This is an optimization exercise on Yosys and OpenROAD, whose aim is small area, a short achievable clock period and few clock cycles per item, not a production implementation. Only simulation tests tie the RTL to the original design; equivalence was not proved. Power is estimated from default activity; no workload was simulated.

Setup of quartz:
==> flow/design.v (excerpt) <==
module eq32 (
    input  wire               clk,
    input  wire               rst,
    input  wire               in_valid,
    output wire               in_ready,
    input  wire signed [9:0]  in_code,
    output reg                out_valid,
    output reg  signed [15:0] out_y,
    output reg                out_sat,
    input  wire               ctrl_we,
    input  wire               ctrl_bank,
    input  wire               ctrl_bypass,
    input  wire               coef_we,
    input  wire               coef_bank,
    input  wire [4:0]         coef_idx,
    input  wire [19:0]        coef_data
);
export LEC_CHECK = 0
export CAP_MARGIN = 20
export CORE_MARGIN = 2
export CORE_UTILIZATION = 50
export CTS_CLUSTER_DIAMETER = 80
export CTS_CLUSTER_SIZE = 25
export PLACE_DENSITY = 0.62
export SLEW_MARGIN = 70
export SYNTH_HIERARCHICAL = 1
export SYNTH_MINIMUM_KEEP_SIZE = 0
create_clock -name core_clock -period 14.0 [get_ports {clk}]
standard.sh (not shown) runs the stock make flow with config.mk's settings and CLKGATE_MAP_FILE= SYNTH_SCRIPT=/design/flow/synth_recipe.tcl, a recipe that flattens the netlist after the stock synthesis.
==> flow/flow/run.sh <==
#!/bin/bash
# The standard layout (the standard.sh: ORFS synthesis to final layout),
# with two changes: the port buffers that ORFS adds in placement are
# sky130_fd_sc_hd__buf_4 instead of the buffer it picks by itself, and the
# antenna repair after detailed routing may take up to 10 rounds instead of 5.
# ORFS keeps each step's full log under orfs/logs/; make's own output goes to
# standard_flow.log here.
set -euo pipefail
bash standard.sh BUFFER_PORTS_ARGS="-buffer_cell sky130_fd_sc_hd__buf_4" MAX_REPAIR_ANTENNAS_ITER_DRT=10 finish > standard_flow.log 2>&1
Testbench counts of quartz, summed over its fixed seeds: cycles 8,240, items 8,192.
Here is what was changed in the inputs of indigo compared with quartz.
--- a/flow/design.v
+++ b/flow/design.v
@@ -4530,29 +4530,39 @@
         r2[60] <= r1[97];
         r2[61] <= n[6991];
     end
     always @(posedge clk) begin
         if (rst) vs <= 3'd0;
         else     vs <= {vs[1:0], hv};
     end
     wire [34:0] s0 = {1'b1,r2[60],r2[58],r2[56],r2[54],r2[52],r2[50],r2[48],r2[46],r2[44],r2[42],r2[40],r2[38],r2[36],r2[34],r2[32],r2[30],r2[28],r2[26],r2[24],r2[22],r2[20],r2[18],r2[16],r2[14],r2[12],r2[10],r2[8],r2[6],r2[5],r2[4],r2[3],r2[2],r2[1],r2[0]};
     wire [34:0] s1 = {1'b0,r2[61],r2[59],r2[57],r2[55],r2[53],r2[51],r2[49],r2[47],r2[45],r2[43],r2[41],r2[39],r2[37],r2[35],r2[33],r2[31],r2[29],r2[27],r2[25],r2[23],r2[21],r2[19],r2[17],r2[15],r2[13],r2[11],r2[9],r2[7],1'b0,1'b0,1'b0,1'b0,1'b0,1'b0};
     wire [34:0] u  = s0 + s1;
     wire [34:0] u1 = s0 + s1 + 35'd1;
-    wire        lo = ~&u[33:27];
-    wire        hi = |u1[33:27];
+    reg         un, lo, hi;
+    reg  [15:0] ya, yb;
+    reg         vsum;
+    always @(posedge clk) begin
+        un <= u[34];
+        lo <= ~&u[33:27];
+        hi <= |u1[33:27];
+        ya <= u[27:12];
+        yb <= u1[27:12];
+        if (rst) vsum <= 1'b0;
+        else     vsum <= vs[2];
+    end
     always @(posedge clk) begin
         if (rst) out_valid <= 1'b0;
-        else     out_valid <= vs[2];
-        out_y   <= u[34] ? (lo ? 16'h8000 : u[27:12]) : (hi ? 16'h7FFF : u1[27:12]);
-        out_sat <= u[34] ? lo : hi;
+        else     out_valid <= vsum;
+        out_y   <= un ? (lo ? 16'h8000 : ya) : (hi ? 16'h7FFF : yb);
+        out_sat <= un ? lo : hi;
     end
 endmodule
 module eq32_fa (input wire a, input wire b, input wire c, output wire s, output wire co);
     assign s  = a ^ b ^ c;
     assign co = (a & b) | (a & c) | (b & c);
 endmodule
 module eq32_ha (input wire a, input wire b, output wire s, output wire co);
     assign s  = a ^ b;
     assign co = a & b;
 endmodule
 module eq32_ao (input wire h1, input wire h0, input wire on, input wire tw, output wire t);
[summary]
- There was hardly any difference in clock-cell share of area between indigo and quartz.
- indigo vs. quartz: part of the total power dissipated in combinational logic now smaller, height of the die comparable, global-route wire length before repair now larger, number of antenna violations at the first check in global routing now larger, maximum frequency now smaller.
- Between quartz and indigo, the top fanout value on the critical path is higher for indigo.
- Between quartz and indigo, the difference in post-placement cell count is negligible.
- Compared with quartz, total power in indigo decreased slightly.
- Per the comparison of indigo with quartz, cell internal power dissipation level, average wire length per cell after detail routing +about 1%.
- Clock-buffer cell count: quartz and indigo compared, lower one is quartz
- ~same die span in x in quartz and indigo
Testbench counts of indigo, summed over its fixed seeds: cycles 8,248, items 8,192.

[afterwards: timing with drivers on the ports]
Ports are ideal in the flow. The routed layouts listed here were re-timed in OpenROAD. Step 1 (the two cells are an assumption about what drives the block):
set clk [get_ports {clk}]
set_driving_cell -lib_cell sky130_fd_sc_hd__clkbuf_16 $clk
set_driving_cell -lib_cell sky130_fd_sc_hd__buf_2 [delete_from_list [all_inputs] $clk]
Step 2 also shifts input and output timing later by t, the mid clock arrival at the registers, as if the neighbouring blocks saw the same clock. Three values: no drivers, after step 1, after step 2; two values: the first two.
run	shift t [ns]	slack for setup (ns)	cell pins on the clock port's net
quartz	1.166	9.475 / 9.475 / 9.475	1
indigo	1.131	9.398 / 9.398 / 9.398	1
After both steps setup and hold are still met in every run listed.
